Context: an optimization exercise on an open-source flow, tuned for small area, a short achievable clock period and few clock cycles per item. The choices shown serve that exercise and are no tape-out recipe. At most, simulation tests tie the RTL to the original design; equivalence was not proved. The RTL of runs 1 and 2 was laid out without a check of its function. Power figures rest on the tool's default switching activity, not on a simulated workload.

$ cat config.mk
export PLATFORM = sky130hd
export DESIGN_NAME = thoken_dec
export DESIGN_NICKNAME = thoken_dec
export VERILOG_FILES = /design/flow/design.v
export SDC_FILE = /design/flow/constraint.sdc
export NUM_CORES = 4
export LEC_CHECK = 0
export CAP_MARGIN = 20
export CORE_MARGIN = 2
export CORE_UTILIZATION = 40
export CTS_BUF_LIST = sky130_fd_sc_hd__clkbuf_4 sky130_fd_sc_hd__clkbuf_8
export CTS_CLUSTER_SIZE = 30
export SLEW_MARGIN = 20
$ cat constraint.sdc
create_clock -name core_clock -period 7.0 [get_ports {clk}]
set_input_delay 1.4000 -clock core_clock [delete_from_list [all_inputs] [get_ports {clk}]]
set_output_delay 1.4000 -clock core_clock [all_outputs]
set_load 0.01 [all_outputs]
$ cat design.v
module thoken_dec (
    input  wire        clk,
    input  wire        rst,
    input  wire        start_valid,
    output wire        start_ready,
    input  wire [1:0]  start_bpp,      
    input  wire [15:0] start_bytes,    
    input  wire        in_valid,
    output wire        in_ready,
    input  wire [7:0]  in_data,
    output reg         px_valid,
    output reg  [3:0]  px_data,
    output reg         done,
    output reg         ok
);
    localparam S_IDLE  = 2'd0,
               S_DEC   = 2'd1,
               S_FIN   = 2'd2,
               S_DRAIN = 2'd3;
    localparam M_ROW = 2'd0,       
               M_LIT = 2'd1,       
               M_RUN = 2'd2;       
    reg [1:0]  state;
    reg [1:0]  mode;
    reg        b1, b2, b4;         
    reg [15:0] nleft;              
    reg        more;               
    reg [7:0]  ib;                 
    reg        ibv;
    reg [31:0] w;                  
    reg [5:0]  wcnt;               
    reg [8:0]  rem;                
    reg [7:0]  ydec;               
    reg        row0;               
    reg        rxr;                
    reg        bad;
    reg        errq;               
    reg        pv;
    reg [3:0]  pval;
    reg        pxr;
    reg [3:0]  pz;
    reg        mv;
    reg [3:0]  mval;
    reg        mxr;
    reg [8:0]  mlen;
    reg        m1;
    reg        nv;
    reg [3:0]  nval;
    reg        nxr;
    reg [8:0]  nlen;
    reg        n1;                 
    reg        cv;
    reg [3:0]  cval;
    reg        cxr;
    reg [8:0]  ccnt;               
    reg        clast;              
    reg [255:0] d0, d1, d2, d3;
    reg [7:0]  lag;                
    reg        started;
    reg        sync;               
    wire exhausted = !more && !ibv;
    wire merge     = (state == S_DEC) && ibv && (wcnt <= 6'd24);
    assign start_ready = (state == S_IDLE);
    assign in_ready    = more && (((state == S_DEC) && (!ibv || (wcnt <= 6'd24))) ||
                                  (state == S_DRAIN));
    wire take = in_valid && in_ready;
    wire [3:0] up   = {d3[255], d2[255], d1[255], d0[255]};
    wire       emit = cv && sync;
    wire [3:0] px   = cxr ? (cval ^ up) : cval;
    wire       cfree = !cv || (emit && clast);
    wire       nfree = !mv || cfree;
    wire [31:0] st;                
    genvar gi;
    generate for (gi = 0; gi < 32; gi = gi + 1) begin : g_st
        assign st[gi] = w[31 - gi];
    end endgenerate
    wire is_row = (mode == M_ROW);
    wire is_lit = (mode == M_LIT);
    wire is_run = (mode == M_RUN);
    wire c_fill = is_row && !st[0];             
    wire c_rlit = is_row && st[0] && st[1];     
    wire c_rrun = is_row && st[0] && !st[1];    
    wire c_p1   = is_run && !pv;                
    wire c_p2   = is_run && pv;                 
    wire zapp   = c_rrun || c_p1;
    function [3:0] fld;
        input [6:0] s;             
        input       f1, f2;
        begin
            if (f1)      fld = {3'd0, s[0]};
            else if (f2) fld = {2'd0, s[0], s[1]};
            else         fld = {s[0], s[1], s[2], s[3]};
        end
    endfunction
    wire [3:0] v0 = fld(st[6:0], b1, b2);
    wire [3:0] v2 = fld(st[8:2], b1, b2);
    wire [3:0] v3 = fld(st[9:3], b1, b2);
    wire [3:0] dval = c_rrun ? v3 : c_rlit ? v2 : v0;
    wire [8:0] seg = is_row ? (b1 ? st[12:4] : b2 ? st[13:5] : st[15:7])
                            : (b1 ? st[9:1]  : b2 ? st[10:2] : st[12:4]);
    reg  [8:0] zh;                 
    reg  [3:0] z;
    integer k;
    always @(*) begin
        zh = 9'd0;
        z  = 4'd0;
        for (k = 8; k >= 0; k = k - 1)
            if (seg[k]) begin
                zh = 9'd1 << k;
                z  = k;
            end
    end
    wire znone = (seg == 9'd0);
    reg [3:0] pre;
    always @(*) begin
        if (c_fill)      pre = 4'd2;
        else if (c_rlit) pre = b1 ? 4'd3 : b2 ? 4'd4 : 4'd6;
        else if (c_rrun) pre = b1 ? 4'd5 : b2 ? 4'd6 : 4'd8;
        else if (is_lit) pre = b1 ? 4'd1 : b2 ? 4'd2 : 4'd4;
        else if (c_p1)   pre = b1 ? 4'd2 : b2 ? 4'd3 : 4'd5;
        else             pre = pz;
    end
    wire bits_ok = exhausted ||
                   (is_row ? (wcnt >= 6'd16) :
                    is_lit ? (wcnt >= 6'd4)  :
                    pv     ? (wcnt >= 6'd8)  : (wcnt >= 6'd13));
    wire [7:0] lbits = w[31:24] >> (4'd8 - pz);
    wire [8:0] plen  = (9'd1 << pz) | {1'b0, lbits};
    wire complete = c_fill || c_rlit || is_lit || (zapp && seg[0]) || c_p2;
    wire to_p     = zapp && !seg[0] && !znone;
    wire dec      = (state == S_DEC) && bits_ok && (nfree || !complete);
    wire [6:0] wbase = {1'b0, wcnt} + (merge ? 7'd8 : 7'd0) - {3'd0, pre};
    reg  [6:0] wleft;
    always @(*) begin
        if (!zapp) wleft = wbase;
        else begin
            wleft = 7'd0;
            for (k = 0; k < 9; k = k + 1)
                if (zh[k]) wleft = wleft | (wbase - k);
        end
    end
    wire       overrun = wleft[6];
    wire       err_z   = zapp && znone;
    wire       err_len = c_p2 && (plen > rem);
    wire       err     = overrun || err_z || err_len;
    wire [3:0] tval = c_fill ? 4'd0 : c_p2 ? pval : dval;
    wire       txr  = c_fill ? (st[1] && !row0) :
                      c_p2   ? pxr :
                      c_rrun ? (st[2] && !row0) :
                      c_p1   ? rxr : 1'b0;
    wire [8:0] tlen = c_fill ? 9'd256 : c_p2 ? plen : 9'd1;
    wire       t1   = !c_fill && !c_p2;
    wire       row_end = c_fill || (c_p2 ? (plen == rem) : (rem == 9'd1));
    wire [7:0]  ibr = {ib[0], ib[1], ib[2], ib[3], ib[4], ib[5], ib[6], ib[7]};
    wire [31:0] wm  = merge ? (w | ({ibr, 24'd0} >> wcnt)) : w;
    wire [31:0] wa  = wm << pre;
    reg  [31:0] wz;
    always @(*) begin
        wz = 32'd0;
        for (k = 0; k < 9; k = k + 1)
            if (zh[k]) wz = wz | (wa << k);
    end
    wire [31:0] wn = zapp ? wz : wa;
    wire [7:0] lag_n = (started && !emit) ? lag + 8'd1 : lag;
    always @(posedge clk) begin
        d0 <= {d0[254:0], emit ? px[0] : d0[255]};
        d1 <= {d1[254:0], emit ? px[1] : d1[255]};
        d2 <= {d2[254:0], emit ? px[2] : d2[255]};
        d3 <= {d3[254:0], emit ? px[3] : d3[255]};
    end
    always @(posedge clk) begin
        if (rst) begin
            state    <= S_IDLE;
            px_valid <= 1'b0;
            px_data  <= 4'd0;
            done     <= 1'b0;
            ok       <= 1'b0;
            more     <= 1'b0;
            ibv      <= 1'b0;
            pv       <= 1'b0;
            errq     <= 1'b0;
            nv       <= 1'b0;
            mv       <= 1'b0;
            cv       <= 1'b0;
        end else begin
            px_valid <= emit;
            px_data  <= px;
            done     <= 1'b0;
            lag     <= lag_n;
            sync    <= (started || emit) ? (lag_n == 8'd0) : (mv || state != S_DEC);
            if (emit) started <= 1'b1;
            if (take) begin
                nleft <= nleft - 16'd1;
                more  <= (nleft != 16'd1);
            end
            if (take && state == S_DEC) begin
                ib  <= in_data;
                ibv <= 1'b1;
            end else if (merge || state != S_DEC)
                ibv <= 1'b0;
            if (cfree) begin
                cv    <= nv;
                cval  <= nval;
                cxr   <= nxr;
                ccnt  <= nlen;
                clast <= n1;
            end else if (emit) begin
                ccnt  <= ccnt - 9'd1;
                clast <= (ccnt == 9'd2);
            end
            if (cfree) begin
                nv   <= mv;
                nval <= mval;
                nxr  <= mxr;
                nlen <= mlen;
                n1   <= m1;
                mv   <= 1'b0;
            end
            errq <= (state == S_DEC) && dec && err;
            case (state)
                S_IDLE: if (start_valid) begin
                    b1      <= (start_bpp == 2'd0);
                    b2      <= (start_bpp == 2'd1);
                    b4      <= (start_bpp == 2'd2);
                    nleft   <= start_bytes;
                    more    <= (start_bytes != 16'd0);
                    w       <= 32'd0;
                    wcnt    <= 6'd0;
                    mode    <= M_ROW;
                    rem     <= 9'd256;
                    ydec    <= 8'd0;
                    row0    <= 1'b1;
                    bad     <= 1'b0;
                    lag     <= 8'd0;
                    sync    <= 1'b0;
                    started <= 1'b0;
                    state   <= S_DEC;
                end
                S_DEC: begin
                    w    <= dec ? wn : wm;
                    wcnt <= dec ? wleft[5:0] : (wcnt + (merge ? 6'd8 : 6'd0));
                    if (dec) begin
                        begin
                            if (complete) begin
                                if (nv && !cfree) begin
                                    mv   <= 1'b1;
                                    mval <= tval;
                                    mxr  <= txr;
                                    mlen <= tlen;
                                    m1   <= t1;
                                end else if (mv) begin
                                    mv   <= 1'b1;
                                    mval <= tval;
                                    mxr  <= txr;
                                    mlen <= tlen;
                                    m1   <= t1;
                                    nv   <= 1'b1;
                                    nval <= mval;
                                    nxr  <= mxr;
                                    nlen <= mlen;
                                    n1   <= m1;
                                end else begin
                                    nv   <= 1'b1;
                                    nval <= tval;
                                    nxr  <= txr;
                                    nlen <= tlen;
                                    n1   <= t1;
                                end
                            end
                            if (to_p) begin
                                pv   <= 1'b1;
                                pval <= dval;
                                pxr  <= c_rrun ? (st[2] && !row0) : rxr;
                                pz   <= z;
                            end
                            if (c_p2) pv <= 1'b0;
                            if (c_rrun) rxr <= st[2] && !row0;
                            if (complete && row_end) begin
                                mode <= M_ROW;
                                rem  <= 9'd256;
                                ydec <= ydec + 8'd1;
                                row0 <= 1'b0;
                                if (ydec == 8'd255) state <= S_FIN;
                            end else begin
                                if (c_rlit) mode <= M_LIT;
                                if (c_rrun) mode <= M_RUN;
                                if (complete) rem <= rem - (c_p2 ? plen : 9'd1);
                            end
                        end
                    end
                end
                S_FIN: begin
                    if (!exhausted || wcnt >= 6'd8 || w != 32'd0) bad <= 1'b1;
                    state <= S_DRAIN;
                end
                S_DRAIN: if (!more && (bad || (!cv && !nv)) && !errq) begin
                    done  <= 1'b1;
                    ok    <= !bad;
                    cv    <= 1'b0;
                    nv    <= 1'b0;
                    mv    <= 1'b0;
                    state <= S_IDLE;
                end
            endcase
            if (errq) begin
                bad   <= 1'b1;
                pv    <= 1'b0;
                mv    <= 1'b0;
                nv    <= 1'b0;
                cv    <= 1'b0;
                state <= S_DRAIN;
            end
        end
    end
endmodule
$ cat run.sh
#!/bin/bash
# synth_recipe.tcl (not shown) runs the flow's synth.tcl, then flattens the netlist and writes it again
# the make line also repeats each setting of config.mk as NAME=value (left out here)
make -C /OpenROAD-flow-scripts/flow DESIGN_CONFIG=/design/flow/config.mk WORK_HOME=/design/flow/orfs CLKGATE_MAP_FILE= SYNTH_SCRIPT=/design/flow/synth_recipe.tcl finish
==> results of run 1 <==
[cell families (layout without fill, tap and decap cells)]
family | after synthesis | in the layout
xor+xnor | 53 | 53
other cells | 0 | 5
fa+ha+maj | 60 | 60
compound gates | 649 | 649
buf+inv | 203 | 486
flops | 1190 | 1190
mux | 80 | 80
simple gates | 675 | 675
[cell type report]
class | count | share of cell area, %
Sequential cell | 1190 | 60.46
Multi-Input combinational cell | 1517 | 24.00
Clock buffer | 266 | 8.038
Tap cell | 1176 | 3.513
Timing Repair Buffer | 101 | 2.037
Clock inverter | 55 | 1.347
Inverter | 64 | 0.5735
Antenna cell | 5 | 0.02987
[layer usage]
metal / global-route usage [%] / up-vias / wire [um]
met5: 0 / - / 0
met4: 9.383 / 0 / 3901
met3: 5.208 / 245 / 7177
met2: 30.81 / 1017 / 41650
met1: 26.75 / 11380 / 41760
li1: - / 10740 / -
[flip-flops by register name, summed over array words and instances (netlist names), 9 cells and up]
signal and count:
d1 256, nleft 16, rem 9, d3 256, w 32, nlen 9
d2 256, d0 256, mlen 9, ccnt 9
[path summary, 6_finish.rpt]
check                      start                     to  slack, ns
setup / recovery    b1$_DFFE_PP_  wcnt[2]$_SDFFCE_PN0P_       1.14
hold / removal    d2[18]$_DFF_P_         d2[19]$_DFF_P_       0.31
setup reg to reg    b1$_DFFE_PP_  wcnt[2]$_SDFFCE_PN0P_       1.14
hold reg to reg   d2[18]$_DFF_P_         d2[19]$_DFF_P_       0.31
[layout by cell type, fill, tap and decap left out, types with 29 or more instances in the layout]
cell | Yosys | layout
buf_4 | 4 | 63
clkbuf_8 | 0 | 219
clkbuf_4 | 0 | 47
a211oi_1 | 32 | 30
nor3_1 | 53 | 53
mux2i_1 | 43 | 43
edfxtp_1 | 150 | 150
nand2b_1 | 29 | 29
inv_1 | 62 | 61
nand2_1 | 190 | 190
nand3_1 | 61 | 61
o21ai_0 | 142 | 142
xnor2_1 | 33 | 33
ha_1 | 57 | 57
nor4_1 | 33 | 32
a21oi_1 | 120 | 119
nor2_1 | 183 | 183
o22ai_1 | 80 | 80
clkdlybuf4s50_1 | 0 | 38
dfxtp_1 | 1040 | 1040
[power by group]
| part | leakage (nW) | internal (mW) | switching [mW] |
|---|---|---|---|
| clock network | 2.09 | 3.38 | 2.59 |
| logic | 4.13 | 1.15 | 2.52 |
| registers | 9.81 | 7.20 | 0.266 |
| total | 16.0 | 11.7 | 5.37 |
[through the flow]
step | util [%] | hold WS (ns) | total power [mW] | area, um2
CTS | 46.66 | 0.3033 | 17.19 | 41870
global placement | 42.27 | 0.3114 | 11.16 | 37930
finish | 46.68 | 0.3104 | 17.10 | 41890
detailed placement | 42.28 | 0.3121 | 11.15 | 37940
floorplan | - | 0.3096 | 9.806 | 36140
global route | 46.68 | 0.3098 | 17.82 | 41890
==> results.json, run 1 <==
{
  "critPathBufInv": 3,
  "num_rows": 110,
  "rsz0062_at_grt": "false",
  "coreArea_um2": 89740,
  "finalCritPeriodShare_pct": 83.67,
  "drc": 0,
  "synth_cells": 2910,
  "cp.depth": 11,
  "cts_max_level": 4,
  "start_util_pct": 40.28,
  "synth_ff_type": "dfxtp_1",
  "synth_top_area_share_pct": 57.60,
  "cts_sinks": 1190,
  "syn_avg_cell_area_um2": 12.42,
  "place_inst": 4048,
  "die-width_um": 304.6,
  "synth.distinct_cells": 104,
  "grt_pass1_wl_um": 143700,
  "peakVddDrop_uv": 183.0,
  "synth_top_family_by_area": "compound AO/OA/AOI/OAI gates",
  "clock_skew_ns": 0.05181,
  "post_cts_buffers": 0,
  "dp_hpwl_um": 63620,
  "synth.top_cells.by_area": "dfxtp_1 58%, edfxtp_1 12%, ha_1 2.0%, nand2_1 2.0%, o21ai_0 2.0%",
  "dp_slack_ns": 1.369,
  "drtIter0Drc": 2138,
  "antenna_found_initial": 6,
  "grt_util_all_layers_pct": 20.16,
  "postCtsHoldBufs": 0,
  "grt.overflow.total": 0,
  "cts_buffers": 178,
  "grt_pass1_vias": 23420,
  "ant_nets": 0,
  "whs_path_depth": 0,
  "slowest_delay_ns": 0.92,
  "critical_path.max_fanout": 22,
  "synth-xor-area-share_pct": 1.284,
  "vias": 23380,
  "ioPinCount": 39,
  "cpMostUsedCell": "buf_4",
  "yosys.area.top_type": "dfxtp_1",
  "clkLatencyLatePin_ns": 0.83,
  "fin_cells": 4374,
  "yosysMostFrequentCell": "dfxtp_1",
  "critPathCaptureType": "flop",
  "cts-root-buf": "clkbuf_8",
  "seq_area_frac_synth_pct": 70.07,
  "ys_ff_latch": 1190,
  "clkTransAtPathRegs_ns": 0.06,
  "critPathKind": "flop to flop",
  "synthAdderAreaFrac_pct": 2.139,
  "yosys-top-cells-count": "1040 x dfxtp_1, 190 x nand2_1, 183 x nor2_1",
  "synth.area.mux_share_pct": 2.707,
  "slowest_stage": "or3_1",
  "drive_above_1_share_pct": 15.28,
  "wirelength_um": 94500,
  "synth_compound_area_share_pct": 12.52,
  "tightest_slew_ns": 1.070,
  "fin_nets": 3142,
  "port_buffers": 38,
  "fin_crit_ns": 5.857,
  "cpLargestDelayFamily": "compound AO/OA/AOI/OAI gates",
  "p_per_area_nw_per_um2": 408.1,
  "synth-edff-count": 150,
  "layout_setup_ws_ns": 1.143,
  "clockBufferDepth": 3,
  "avgRoutedWirePerCell_um": 21.60,
  "final-setup-viol-count": 0,
  "finalHoldViolations": 0,
  "status": "no timing/DRC/antenna violations",
  "cts_resized": 0,
  "gp_congestion": 0.9717,
  "netlist_area_um2": 36140,
  "num-fill-cells": 7936,
  "cts_tree": "done",
  "yosys.area_share.simple_pct": 8.983,
  "min_path_type": "flop to flop",
  "grt_max_degree": 43,
  "reg2reg_depth": 11,
  "leakagePower_nw": 16.04,
  "synthArstFlopShare_pct": 0,
  "fmax_mhz": 170.7,
  "worstPathRequired_ns": 7.49,
  "drv_slew": 0,
  "yosysWarnings": 1,
  "arrival_ns": 6.35,
  "fin_tns_setup_ns": 0,
  "multiInputGateArea_um2": 10050,
  "cp-start-kind": "flop",
  "viasPerCell": 5.345,
  "relSlewSlack_pct": 28.43,
  "firstDrtPassIters": 6,
  "chipHeight_um": 304.6,
  "area_growth_pct": 15.89,
  "die-area_um2": 92780,
  "maxCapViolations": 0,
  "cp_cell_sequence": "buf_4, clkinv_1, mux2_2, a2bb2oi_2, or3_1, buf_4, o211ai_1, a211oi_1, a21oi_1, a2111oi_1, o21ai_0",
  "syn-num-nets": 3000,
  "regArea_um2": 25320
}
==> inputs of run 2 (changes only) <==
--- a/config.mk
+++ b/config.mk
@@ -5,9 +5,11 @@
 export SDC_FILE = /design/flow/constraint.sdc
 export NUM_CORES = 4
 export LEC_CHECK = 0
+export ABC_CLOCK_PERIOD_IN_PS = 3500
 export CAP_MARGIN = 20
 export CORE_MARGIN = 2
 export CORE_UTILIZATION = 40
 export CTS_BUF_LIST = sky130_fd_sc_hd__clkbuf_4 sky130_fd_sc_hd__clkbuf_8
 export CTS_CLUSTER_SIZE = 30
+export SETUP_SLACK_MARGIN = 3.0
 export SLEW_MARGIN = 20
==> run 2 against run 1 <==
  * Largest power group unchanged
  * Still clean on timing, DRC and antenna
  * Largest cell class unchanged
  * Total power increased by 7.3%
  * Sequential share of layout area decreased by 4.0 points
  * Worst setup slack improved by 1.8 ns
==> results.json, run 2 <==
{
  "status": "no timing/DRC/antenna violations",
  "viasPerCell": 5.330,
  "critPathCaptureType": "flop",
  "regArea_um2": 25330,
  "crit_start": "b1$_DFFE_PP_",
  "cts_max_level": 4,
  "yosysWarnings": 1,
  "avgRoutedWirePerCell_um": 22.31,
  "r2r_start": "b1$_DFFE_PP_",
  "synthArstFlopShare_pct": 0,
  "rsz0062_at_grt": "true",
  "grt_pass1_wl_um": 151600,
  "yosys.area.top_type": "dfxtp_1",
  "synth_ff_type": "dfxtp_1",
  "finalCritPeriodShare_pct": 57.60,
  "synth_top_area_share_pct": 57.60,
  "gp_congestion": 0.9206,
  "cts_tree": "done",
  "antenna_found_initial": 2,
  "yosys-top-cells-count": "1040 x dfxtp_1, 190 x nand2_1, 183 x nor2_1",
  "netlist_area_um2": 36140,
  "syn_avg_cell_area_um2": 12.42,
  "synth.top_cells.by_area": "dfxtp_1 58%, edfxtp_1 12%, ha_1 2.0%, nand2_1 2.0%, o21ai_0 2.0%",
  "port_buffers": 38,
  "num_rows": 110,
  "die-area_um2": 92780,
  "ioPinCount": 39,
  "cts-root-buf": "clkbuf_8",
  "clock_skew_ns": 0.07168,
  "critPathKind": "flop to flop",
  "fin_tns_setup_ns": 0,
  "start_util_pct": 40.28,
  "syn-num-nets": 3000,
  "grt_util_all_layers_pct": 21.40,
  "die-width_um": 304.6,
  "relSlewSlack_pct": 25.45,
  "grt_pass1_vias": 24240,
  "drc": 0,
  "worstPathRequired_ns": 7.54,
  "ant_nets": 0,
  "peakVddDrop_uv": 158.7,
  "coreArea_um2": 89740,
  "synth_cells": 2910,
  "dp_hpwl_um": 64430,
  "drive_above_1_share_pct": 25.14,
  "min_path_type": "flop to flop",
  "vias": 24110,
  "cts_sinks": 1190,
  "final-setup-viol-count": 0,
  "fin_nets": 3297,
  "cts_buffers": 171,
  "critical_path.max_fanout": 28,
  "final_common_cell": "dfxtp_1",
  "grt.overflow.total": 0,
  "maxCapViolations": 0,
  "postCtsHoldBufs": 0,
  "finalHoldViolations": 0,
  "fmax_mhz": 248.0,
  "multiInputGateArea_um2": 11490,
  "firstDrtPassIters": 6,
  "drtIter0Drc": 2463,
  "ys_ff_latch": 1190,
  "num-fill-cells": 7805,
  "postLayoutCoreUtil_pct": 49.95,
  "cp-start-kind": "flop",
  "p_per_area_nw_per_um2": 409.4,
  "layout_setup_ws_ns": 2.968,
  "leakagePower_nw": 17.08,
  "clkTransAtPathRegs_ns": 0.06,
  "seq_area_frac_synth_pct": 70.07,
  "chipHeight_um": 304.6,
  "grt_max_degree": 44,
  "wirelength_um": 100900,
  "area_growth_pct": 24.01,
  "yosysMostFrequentCell": "dfxtp_1",
  "clkLatencyLatePin_ns": 0.83,
  "final_cell_mix": "1038 x dfxtp_1, 205 x clkbuf_8, 188 x buf_4, 182 x nand2_1, 161 x nor2_1",
  "clockBufferDepth": 3,
  "arrival_ns": 4.57,
  "hold_path_startpoint": "d2[83]$_DFF_P_",
  "dp_slack_ns": 1.851,
  "tightest_slew_ns": 1.118,
  "drv_slew": 0,
  "fin_crit_ns": 4.032,
  "synth-edff-count": 150,
  "synth.distinct_cells": 104
}
## run 2: per-stage QoR
step | hold WS (ns) | cells | total power [mW] | cell area (um2)
after floorplan | 0.3096 | 2910 | 9.948 | 36390
after global placement | 0.3120 | 4050 | 11.33 | 38110
after detailed placement | 0.3121 | 4050 | 11.31 | 38110
final | 0.2694 | 4524 | 18.35 | 44820
after CTS | 0.2684 | 4459 | 17.94 | 43600
after global routing | 0.2825 | 4523 | 19.08 | 44820
## run 2: timing repair
item                                    4_1_cts  5_1_grt
endpoints found under the setup margin      117       99
gates resized for setup                     154      148
gates cloned                                  4        1
setup buffers                                94       61
pin swaps                                    36       78
## run 2: final cells by class
| class | instances | share of cell area (%) |
|---|---|---|
| inverters | 64 | 0.6337 |
| multi-input cells | 1518 | 25.64 |
| repair buffers | 259 | 5.167 |
| well taps | 1176 | 3.283 |
| repair inverters | 3 | 0.04466 |
| flip-flops and latches | 1190 | 56.50 |
| clock inverters | 42 | 1.340 |
| clock buffers | 269 | 7.367 |
| diodes | 3 | 0.01675 |
## run 2: logic make-up after synthesis
logic type / synth area share [%]
fa+ha+maj: 2.139
xor+xnor: 1.284
compound gates: 12.52
simple gates: 8.983
buf+inv: 2.302
mux: 2.707
flops: 70.07
## run 2: worst paths after layout
path / to / slack (ns) / cells past startpoint
hold / removal: d2[84]$_DFF_P_ / 0.27 / 0
setup / recovery: w[22]$_SDFFCE_PN0P_ / 2.97 / 15
setup reg to reg: w[22]$_SDFFCE_PN0P_ / 2.97 / 15
hold reg to reg: d2[84]$_DFF_P_ / 0.27 / 0
## run 2: power by group
part	switching [mW]	internal (mW)
registers	0.206	7.20
logic	3.09	1.87
clock network	2.51	3.47
## run 2: critical path, cell delays in order (launching register included)
cell       delay (ns)
edfxtp_1         0.45
buf_6            0.16
or4_4            0.51
nand3_1          0.10
nor2b_4          0.19
buf_4            0.14
buf_12           0.12
buf_6            0.31
nand2_1          0.23
o31ai_4          0.38
nor4_4           0.07
buf_4            0.18
nor2_2           0.31
o2111ai_1        0.19
nor4_2           0.30
o22ai_1          0.14
## run 2: routing by layer
layer / track usage, % / vias up / wire, um
met1: 29.32 / 11670 / 44300
met3: 4.701 / 294 / 8002
met2: 31.31 / 1091 / 43230
met5: 0 / - / 13
li1: - / 11060 / -
met4: 12.04 / 2 / 5366
==> inputs of run 3 (changes only) <==
--- a/design.v
+++ b/design.v
@@ -34,7 +34,6 @@
     reg        row0;               
     reg        rxr;                
     reg        bad;
-    reg        errq;               
     reg        pv;
     reg [3:0]  pval;
     reg        pxr;
@@ -120,6 +119,7 @@
         else if (c_p1)   pre = b1 ? 4'd2 : b2 ? 4'd3 : 4'd5;
         else             pre = pz;
     end
+    wire [4:0] cons = {1'b0, pre} + (zapp ? {1'b0, z} : 5'd0);
     wire bits_ok = exhausted ||
                    (is_row ? (wcnt >= 6'd16) :
                     is_lit ? (wcnt >= 6'd4)  :
@@ -129,16 +129,7 @@
     wire complete = c_fill || c_rlit || is_lit || (zapp && seg[0]) || c_p2;
     wire to_p     = zapp && !seg[0] && !znone;
     wire dec      = (state == S_DEC) && bits_ok && (nfree || !complete);
-    wire [6:0] wbase = {1'b0, wcnt} + (merge ? 7'd8 : 7'd0) - {3'd0, pre};
-    reg  [6:0] wleft;
-    always @(*) begin
-        if (!zapp) wleft = wbase;
-        else begin
-            wleft = 7'd0;
-            for (k = 0; k < 9; k = k + 1)
-                if (zh[k]) wleft = wleft | (wbase - k);
-        end
-    end
+    wire [6:0] wleft   = {1'b0, wcnt} + (merge ? 7'd8 : 7'd0) - {2'd0, cons};
     wire       overrun = wleft[6];
     wire       err_z   = zapp && znone;
     wire       err_len = c_p2 && (plen > rem);
@@ -178,7 +169,6 @@
             more     <= 1'b0;
             ibv      <= 1'b0;
             pv       <= 1'b0;
-            errq     <= 1'b0;
             nv       <= 1'b0;
             mv       <= 1'b0;
             cv       <= 1'b0;
@@ -187,7 +177,7 @@
             px_data  <= px;
             done     <= 1'b0;
             lag     <= lag_n;
-            sync    <= (started || emit) ? (lag_n == 8'd0) : (mv || state != S_DEC);
+            sync    <= (lag_n == 8'd0);
             if (emit) started <= 1'b1;
             if (take) begin
                 nleft <= nleft - 16'd1;
@@ -216,7 +206,6 @@
                 n1   <= m1;
                 mv   <= 1'b0;
             end
-            errq <= (state == S_DEC) && dec && err;
             case (state)
                 S_IDLE: if (start_valid) begin
                     b1      <= (start_bpp == 2'd0);
@@ -232,7 +221,7 @@
                     row0    <= 1'b1;
                     bad     <= 1'b0;
                     lag     <= 8'd0;
-                    sync    <= 1'b0;
+                    sync    <= 1'b1;
                     started <= 1'b0;
                     state   <= S_DEC;
                 end
@@ -240,7 +229,14 @@
                     w    <= dec ? wn : wm;
                     wcnt <= dec ? wleft[5:0] : (wcnt + (merge ? 6'd8 : 6'd0));
                     if (dec) begin
-                        begin
+                        if (err) begin
+                            bad   <= 1'b1;
+                            pv    <= 1'b0;
+                            mv    <= 1'b0;
+                            nv    <= 1'b0;
+                            cv    <= 1'b0;
+                            state <= S_DRAIN;
+                        end else begin
                             if (complete) begin
                                 if (nv && !cfree) begin
                                     mv   <= 1'b1;
@@ -293,7 +289,7 @@
                     if (!exhausted || wcnt >= 6'd8 || w != 32'd0) bad <= 1'b1;
                     state <= S_DRAIN;
                 end
-                S_DRAIN: if (!more && (bad || (!cv && !nv)) && !errq) begin
+                S_DRAIN: if (!more && (bad || (!cv && !nv))) begin
                     done  <= 1'b1;
                     ok    <= !bad;
                     cv    <= 1'b0;
@@ -302,14 +298,6 @@
                     state <= S_IDLE;
                 end
             endcase
-            if (errq) begin
-                bad   <= 1'b1;
-                pv    <= 1'b0;
-                mv    <= 1'b0;
-                nv    <= 1'b0;
-                cv    <= 1'b0;
-                state <= S_DRAIN;
-            end
         end
     end
 endmodule
==> config.mk (replaced) <==
export PLATFORM = sky130hd
export DESIGN_NAME = thoken_dec
export DESIGN_NICKNAME = thoken_dec
export VERILOG_FILES = /design/flow/design.v
export SDC_FILE = /design/flow/constraint.sdc
export NUM_CORES = 4
export LEC_CHECK = 0
export CAP_MARGIN = 20
export CORE_MARGIN = 2
export CORE_UTILIZATION = 40
export SLEW_MARGIN = 20
==> run 3 against run 2 <==
  * Still clean on timing, DRC and antenna
  * Synthesized cell count shrank 9.0%
  * Sequential share of layout area is 6.7 points higher
  * Sequential cell count is 1 lower
  * Sequential power up 2%
  * Worst setup slack worse by 2.3 ns
  * First-iteration DRC count decreased by 24%
  * Clock skew is 0.022 ns lower
  * Core utilization fell by 3.0 points
  * Largest power group unchanged
==> results.json, run 3 <==
{
  "status": "no timing/DRC/antenna violations",
  "die-area_um2": 88610,
  "synth_top_area_share_pct": 60.30,
  "antenna_found_initial": 0,
  "synth_ff_type": "dfxtp_1",
  "fin_crit_ns": 6.313,
  "fin_nets": 2802,
  "coreArea_um2": 85280,
  "grt_util_all_layers_pct": 16.86,
  "wirelength_um": 75500,
  "dp_hpwl_um": 49000,
  "synth_cells": 2649,
  "clkLatencyLatePin_ns": 0.66,
  "cts_resized": 0,
  "fmax_mhz": 158.4,
  "yosys.area.top_type": "dfxtp_1",
  "clockBufferDepth": 3,
  "post_cts_buffers": 0,
  "ys_ff_latch": 1189,
  "cts_tree": "done",
  "fin_cells": 3959,
  "netlist_area_um2": 34500,
  "area_growth_pct": 16.05,
  "final_common_cell": "dfxtp_1",
  "seq_area_frac_synth_pct": 73.35,
  "final-setup-viol-count": 0,
  "syn_avg_cell_area_um2": 13.02,
  "drtIter0Drc": 1868,
  "yosys-top-cells-count": "1039 x dfxtp_1, 181 x nand2_1, 155 x nor2_1",
  "synth.top_cells.by_area": "dfxtp_1 60%, edfxtp_1 13%, nand2_1 2.0%, nor2_1 1.7%, ha_1 1.5%",
  "reg2reg_depth": 18,
  "whs_path_depth": 0,
  "tightest_slew_ns": 1.073,
  "critical_path.max_fanout": 11,
  "critPathCaptureType": "flop",
  "vias": 20070,
  "r2r_start": "b2$_DFFE_PP_",
  "postCtsHoldBufs": 0,
  "min_path_type": "flop to flop",
  "ant_nets": 0,
  "cts_buffers": 106,
  "r2r_end": "mlen[7]$_DFFE_PP_",
  "clkTransAtPathRegs_ns": 0.06,
  "chipHeight_um": 297.7,
  "ioPinCount": 39,
  "num-fill-cells": 7519,
  "num_rows": 107,
  "drive_above_1_share_pct": 10.83,
  "grt.overflow.total": 0,
  "cts_sinks": 1189,
  "gp_congestion": 0.9240,
  "multiInputGateArea_um2": 8524,
  "cts_max_level": 3,
  "whs_ns": 0.2759,
  "arrival_ns": 6.67,
  "cp-start-kind": "flop",
  "crit_start": "b2$_DFFE_PP_",
  "grt_pass1_wl_um": 118500,
  "place_inst": 3759,
  "avgRoutedWirePerCell_um": 19.07,
  "maxCapViolations": 0,
  "worstPathRequired_ns": 7.36,
  "start_util_pct": 40.45,
  "hold_path_startpoint": "d0[15]$_DFF_P_",
  "grt_max_degree": 42,
  "final_cell_mix": "1039 x dfxtp_1, 181 x nand2_1, 155 x nor2_1, 150 x edfxtp_1, 110 x clkbuf_16",
  "yosysMostFrequentCell": "dfxtp_1",
  "clock_skew_ns": 0.04961,
  "drc": 0,
  "rsz0062_at_grt": "false",
  "relSlewSlack_pct": 28.02,
  "finalHoldViolations": 0,
  "critPathKind": "flop to flop",
  "fin_tns_setup_ns": 0,
  "peakVddDrop_uv": 225.8,
  "port_buffers": 38,
  "yosysWarnings": 1,
  "grt_pass1_vias": 20020,
  "drv_slew": 0,
  "finalCritPeriodShare_pct": 90.18,
  "die-width_um": 297.7,
  "synthArstFlopShare_pct": 0,
  "synth.distinct_cells": 98,
  "antenna_cells": 0,
  "leakagePower_nw": 15.26,
  "synth-edff-count": 150,
  "cts-root-buf": "clkbuf_16",
  "firstDrtPassIters": 5,
  "viasPerCell": 5.069,
  "regArea_um2": 25300,
  "reg2reg_slack_ns": 0.69,
  "syn-num-nets": 2728,
  "p_per_area_nw_per_um2": 432.6,
  "hold_path_end": "d0[16]$_DFF_P_"
}
-- run 3: cell count changes in the layout (fill, tap and decap cells not counted), sizes merged, moves of 12 or more --
cell	before	now
o22ai	83	60
nor3	56	30
a21oi	123	100
ha	57	42
buf	221	45
a211oi	33	16
nor2	183	158
o2bb2ai	0	12
clkbuf	269	151
o2111ai	15	2
o21ai	155	108
a31oi	31	19
clkinv	16	30
-- run 3: where the power goes --
part	internal, mW	switching [mW]	leakage, nW
sequential	7.24	0.319	9.80
clock	3.54	2.51	1.88
combinational	1.24	2.47	3.57
total	12.0	5.30	15.3
-- run 3: cell type report --
type	count	area share (%)
clock buffer	151	7.845
clock inverter	49	1.706
inverter	59	0.5532
multi-input combinational	1284	21.29
sequential	1189	63.21
tap	1144	3.575
timing repair buffer	83	1.819
-- run 3: critical path: stages, from the launching register on --
cell and delay (ns):
edfxtp_1 0.72, mux2i_1 0.24, o21ai_0 0.18, o31ai_1 0.78, nand3_1 0.35, nor2_1 0.17
nand2_1 0.10, nor2_1 0.24, fa_1 0.48, fa_1 0.51, inv_1 0.07, fa_1 0.41
a21o_1 0.18, a21oi_1 0.17, xnor2_1 0.14, nand2_1 0.10, or3_1 0.51, nor3_2 0.42
buf_4 0.26
-- run 3: per-stage QoR --
stage	total power, mW	instance area [um2]	worst slack, ns	utilization [%]
final	17.32	40030	0.6872	46.94
after floorplan	10.00	34500	0.7126	-
after global placement	11.30	36200	0.7775	42.44
after global routing	18.06	40030	0.2158	46.94
after CTS	17.42	40030	0.6278	46.94
after detailed placement	11.32	36210	0.6311	42.46
-- run 3: cells by family after synthesis --
logic type	count (synthesis)	synth area share, %
XOR/XNOR	49	1.244
AND/OR/NAND/NOR	580	8.001
multiplexers	76	2.608
flip-flops	1189	73.35
AO/OA/AOI/OAI	530	10.73
adder cells (fa/ha/maj)	49	1.930
buffers and inverters	176	2.133
-- run 3: per-layer routing --
metal	track usage, %	share of wire (%)	up-vias
met5	0	0	-
met4	7.840	4.3	0
met3	2.932	5.7	211
met2	25.67	44	683
met1	23.40	46	9693
li1	-	-	9480
-- run 3: worst max path at each step --
| stage | end | slack (ns) | depth (start not counted) |
|---|---|---|---|
| floorplan | m1$_DFFE_PP_ | 0.71 | 20 |
| finish | mlen[7]$_DFFE_PP_ | 0.69 | 18 |
| CTS | mlen[7]$_DFFE_PP_ | 0.63 | 19 |
| global placement | mlen[3]$_DFFE_PP_ | 0.78 | 19 |
| detailed placement | mlen[7]$_DFFE_PP_ | 0.63 | 19 |
| global route | mval[3]$_DFFE_PP_ | 0.22 | 18 |
Testbench counts of run 3, summed over its fixed seeds: cycles 1,181,081, items 1,179,648.

## re-timing with driven ports
How much do the figures lean on ideal ports? The routed layouts below were timed once more, with nothing changed but the port constraints.
Step 1: set_driving_cell puts a clkbuf_16 on clk and a buf_2 on each other input, an assumption about the parent block.
Step 2 adds t to the input delays and takes it off the output delays; t is the mean of the earliest and latest rising clock arrival at the registers after step 1. Input paths then give back, and output paths get back, about the clock's delay inside the block.
Three values: ideal, step 1, step 2; two values: the first two.
run | t, ns | setup slack, ns | worst register clock-pin slew, ns
run 1 | 0.878 | 1.143 / 1.143 / 1.143 | 0.07 / 0.07
run 2 | 0.855 | 2.968 / 2.968 / 2.582 | 0.07 / 0.07
run 3 | 0.707 | 0.687 / 0.687 / 0.687 | 0.07 / 0.07
After both steps setup and hold are still met in every run listed. The setup slack of run 2, which loses most, moves by 0.000 ns with the drivers and by -0.386 ns with both steps.
